Context: an optimization exercise on an open-source flow, tuned for small area, a short achievable clock period and few clock cycles per item. The choices shown serve that exercise and are no tape-out recipe.

==> inputs of v37 <==
## aes_cell
module aes_cell (
    input  wire         clk,
    input  wire         rst,           
    input  wire         in_valid,
    output wire         in_ready,
    input  wire         in_decrypt,    
    input  wire         in_key256,     
    input  wire [255:0] in_key,
    input  wire [127:0] in_block,
    output reg          out_valid,
    output reg  [127:0] out_block
);
    reg          busy;
    reg          pre;           
    reg          dec_r;
    reg          k256_r;
    reg          par;           
    reg  [3:0]   cnt;
    reg  [7:0]   rc;
    reg  [127:0] st;            
    reg  [255:0] kw;            
    wire last    = (cnt == (k256_r ? 4'd14 : 4'd10));
    wire lastpre = (cnt == (k256_r ? 4'd13 : 4'd10));
    wire fin     = busy && !pre && last;    
    assign in_ready = !busy || fin;
    function [7:0] xt;
        input [7:0] a;
        xt = {a[6:0], 1'b0} ^ (a[7] ? 8'h1b : 8'h00);
    endfunction
    function [7:0] xtinv;       
        input [7:0] a;
        xtinv = a[0] ? ({1'b1, a[7:1]} ^ 8'h0d) : {1'b0, a[7:1]};
    endfunction
    function [31:0] mixcol;
        input [31:0] c;
        reg [7:0] a0, a1, a2, a3, t;
        begin
            {a0, a1, a2, a3} = c;
            t = a0 ^ a1 ^ a2 ^ a3;
            mixcol = {a0 ^ t ^ xt(a0 ^ a1),
                      a1 ^ t ^ xt(a1 ^ a2),
                      a2 ^ t ^ xt(a2 ^ a3),
                      a3 ^ t ^ xt(a3 ^ a0)};
        end
    endfunction
    function [31:0] invmixcol;
        input [31:0] c;
        reg [7:0] a0, a1, a2, a3, s, s8, u, v;
        begin
            {a0, a1, a2, a3} = c;
            s  = a0 ^ a1 ^ a2 ^ a3;
            s8 = xt(xt(xt(s)));
            u  = xt(xt(a0 ^ a2));
            v  = xt(xt(a1 ^ a3));
            invmixcol = {a0 ^ s ^ s8 ^ u ^ xt(a0 ^ a1),
                         a1 ^ s ^ s8 ^ v ^ xt(a1 ^ a2),
                         a2 ^ s ^ s8 ^ u ^ xt(a2 ^ a3),
                         a3 ^ s ^ s8 ^ v ^ xt(a3 ^ a0)};
        end
    endfunction
    function [127:0] shiftrows;
        input [127:0] s;
        integer i;
        begin
            for (i = 0; i < 16; i = i + 1)
                shiftrows[127 - 8 * i -: 8] = s[127 - 8 * ((i % 4) + 4 * (((i / 4) + (i % 4)) % 4)) -: 8];
        end
    endfunction
  ...
clock: 12.0 ns
lec_check: 0
cap_margin: 20
core_margin: 2
core_utilization: 25
place_density: 0.35
slew_margin: 20
standard.sh (not shown) runs the stock make flow with config.mk's settings and CLKGATE_MAP_FILE= SYNTH_SCRIPT=/design/flow/synth_recipe.tcl, a recipe that flattens the netlist after the stock synthesis.
==> flow/flow/run.sh <==
#!/bin/bash
# Own layout flow: the standard ORFS flow, except that synthesis maps the
# combinational logic with the ABC script in flow/abc.script instead of ORFS's.
# Everything else (registers, flattening, renaming, floorplan, placement,
# CTS, routing) is the standard flow.
set -euo pipefail
W=$PWD
cat > "$W/own_synth.tcl" <<EOF2
proc abc {args} {
  set i [lsearch -exact \$args -script]
  if {\$i >= 0} { set args [lreplace \$args [expr {\$i + 1}] [expr {\$i + 1}] $W/flow/abc.script] }
  puts "own_synth: abc with \$args"
  yosys abc {*}\$args
}
source $W/synth_recipe.tcl
EOF2
sed "s#SYNTH_SCRIPT=[^ ]*#SYNTH_SCRIPT=$W/own_synth.tcl#" standard.sh > own_standard.sh
grep -q "own_synth.tcl" own_standard.sh
bash own_standard.sh > "$W/flow_make.log" 2>&1
==> flow/flow/abc.script <==
strash
dch
map -a
==> v25: changes against v37 <==
--- a/flow/design.v
+++ b/flow/design.v
@@ -381,36 +381,25 @@
     generate
         for (g = 0; g < 16; g = g + 1) begin : g_ain
             aes_ain u_ain0 (.a(dnext_s[127 - 8 * g -: 8]),  .y(dnext[127 - 8 * g -: 8]));
             aes_ain u_ain1 (.a(dfirst_s[127 - 8 * g -: 8]), .y(dfirst[127 - 8 * g -: 8]));
         end
     endgenerate
+    reg  [31:0] ks;
     wire [31:0] h0 = kw[255:224], h1 = kw[223:192], h2 = kw[191:160], h3 = kw[159:128];
     wire [31:0] l0 = kw[127:96],  l1 = kw[95:64],   l2 = kw[63:32],   l3 = kw[31:0];
-    wire        kinv  = dec_r && !pre;
-    wire        rot   = !k256_r || par;
-    wire [7:0]  rci   = xtinv(rc);
-    wire [7:0]  rcu   = kinv ? rci : rc;
-    wire [31:0] ks_in = kinv ? (k256_r ? h3 : (h3 ^ h2)) : l3;
+    wire        rot = par;      
     wire [31:0] ks_sub;
     generate
         for (g = 0; g < 4; g = g + 1) begin : g_ksbox
-            aes_sbox u_ksb (.a(ks_in[31 - 8 * g -: 8]), .y(ks_sub[31 - 8 * g -: 8]));
+            aes_sbox u_ksb (.a(ks[31 - 8 * g -: 8]), .y(ks_sub[31 - 8 * g -: 8]));
         end
     endgenerate
-    wire [31:0] ks_t = rot ? {ks_sub[23:16] ^ rcu, ks_sub[15:0], ks_sub[31:24]} : ks_sub;
-    wire [31:0] o0 = k256_r ? h0 : l0;
-    wire [31:0] o1 = k256_r ? h1 : l1;
-    wire [31:0] o2 = k256_r ? h2 : l2;
-    wire [31:0] o3 = k256_r ? h3 : l3;
-    wire [127:0] kf = {o0 ^ ks_t, o0 ^ o1 ^ ks_t, o0 ^ o1 ^ o2 ^ ks_t, o0 ^ o1 ^ o2 ^ o3 ^ ks_t};
-    wire [31:0] p0 = k256_r ? l0 : h0;
-    wire [31:0] p1 = k256_r ? l1 : h1;
-    wire [31:0] p2 = k256_r ? l2 : h2;
-    wire [31:0] p3 = k256_r ? l3 : h3;
-    wire [127:0] kb = {p0 ^ ks_t, p1 ^ p0, p2 ^ p1, p3 ^ p2};
+    wire [31:0] ks_t = rot ? {ks_sub[23:16] ^ rc, ks_sub[15:0], ks_sub[31:24]} : ks_sub;
+    wire [127:0] kf = {h0 ^ ks_t, h0 ^ h1 ^ ks_t, h0 ^ h1 ^ h2 ^ ks_t, h0 ^ h1 ^ h2 ^ h3 ^ ks_t};
+    wire [127:0] kb = {l0 ^ ks_t, l1 ^ l0, l2 ^ l1, l3 ^ l2};
     wire [127:0] rk_e = k256_r ? kw[127:0] : kf;
     wire [127:0] mc;
     wire [127:0] dk = sbd ^ kw[255:128];
     wire [127:0] imc;
     generate
         for (g = 0; g < 4; g = g + 1) begin : g_mix
@@ -423,36 +412,46 @@
     assign dfirst_s = invshiftrows(st ^ kf);
     always @(posedge clk) begin
         out_block <= dec_r ? dk : ek;
         if (in_ready) begin
             st     <= in_decrypt ? in_block : shiftrows(in_block ^ in_key[255:128]);
             kw     <= {in_key[255:128], in_key256 ? in_key[127:0] : in_key[255:128]};
+            ks     <= in_key256 ? in_key[31:0] : in_key[159:128];
             dec_r  <= in_decrypt;
             k256_r <= in_key256;
             pre    <= in_decrypt;
             par    <= 1'b1;
             cnt    <= 4'd1;
             rc     <= 8'h01;
         end else begin
             cnt <= cnt + 4'd1;
             if (k256_r) par <= !par;
             if (pre) begin
-                kw <= {kw[127:0], kf};
-                if (rot && !(lastpre && !k256_r)) rc <= xt(rc);
+                if (k256_r)
+                    kw <= {kw[127:0], kf};
+                else if (!lastpre)
+                    kw <= {kf, kf};
                 if (lastpre) begin
                     st  <= dfirst;
                     pre <= 1'b0;
                     cnt <= 4'd1;
                     par <= 1'b1;
+                    ks  <= k256_r ? l3 : (l3 ^ l2);
+                    if (!k256_r) rc <= xtinv(rc);
+                end else begin
+                    ks  <= kf[31:0];
+                    if (rot) rc <= xt(rc);
                 end
             end else if (dec_r) begin
-                kw <= {kb, kw[255:128]};
-                if (rot) rc <= rci;
+                kw <= k256_r ? {kb, kw[255:128]} : {kb, kb};
+                ks <= k256_r ? (l3 ^ l2) : (l3 ^ l1);
+                if (rot) rc <= xtinv(rc);
                 st <= dnext;
             end else begin
-                kw <= {kw[127:0], kf};
+                kw <= k256_r ? {kw[127:0], kf} : {kf, kf};
+                ks <= kf[31:0];
                 if (rot) rc <= xt(rc);
                 st <= shiftrows(mc ^ rk_e);
             end
         end
     end
     always @(posedge clk) begin
==> flow/run.sh (new file) <==
#!/bin/bash
# synth_recipe.tcl (not shown) runs the flow's synth.tcl, then flattens the netlist and writes it again
# the make line also repeats each setting of config.mk as NAME=value (left out here)
make -C /OpenROAD-flow-scripts/flow DESIGN_CONFIG=/design/flow/config.mk WORK_HOME=/design/flow/orfs CLKGATE_MAP_FILE= SYNTH_SCRIPT=/design/flow/synth_recipe.tcl finish
==> flow/config.mk (replaced) <==
export PLATFORM = sky130hd
export DESIGN_NAME = aes_cell
export DESIGN_NICKNAME = aes_cell
export VERILOG_FILES = /design/flow/design.v
export SDC_FILE = /design/flow/constraint.sdc
export NUM_CORES = 8
export LEC_CHECK = 0
export ABC_AREA = 1
export CAP_MARGIN = 20
export CORE_MARGIN = 2
export CORE_UTILIZATION = 25
export PLACE_DENSITY = 0.35
export SLEW_MARGIN = 20
removed: flow/flow/run.sh
removed: flow/flow/abc.script
removed: flow/standard.sh
==> results.txt <==
v25 completed with no timing, DRC or antenna violations. v37 ran to the end with no violations.
Against v25, the register-to-register slack of v37 is worse by 3.3 ns.
Against v25, the fmax of v37 is smaller by about 30%.
In v37 the die area is lower than in v25, by about 28%.
Between v37 and v25, the lower first-iteration DRC count is in v37 (gap about 45%, measured against v25).
Against v37, the global-route usage of v25 is higher by 4.0 points.
Clock skew: v37 is lower than v25 (0.080 ns).
In v37 the setup slack is lower than in v25, by 3.3 ns.
Function was not checked in any run of this note: the RTL went through the layout flow alone.

==> static timing again, ports no longer ideal <==
In the flow no input, the clock included, has a driving cell. The finished layouts below were timed again as built, in two steps. Step 1, drivers: a clkbuf_16 drives clk and a buf_2 each remaining input, both assumed. Step 2 times the ports against the registers' clock, not the clock port: input delays grow and output delays shrink by t, the midpoint of the rising clock arrivals with the driver on. a / b / c = ideal / step 1 / step 2; a / b = the first two.
| run | shift t [ns] | slack for setup (ns) | worst setup path after step 2 |
|---|---|---|---|
| v37 | 0.940 | 0.441 / 0.441 / 0.441 | register to register |
| v25 | 1.016 | 3.770 / 3.770 / 3.770 | register to register |
After both steps every run listed still meets setup and hold.
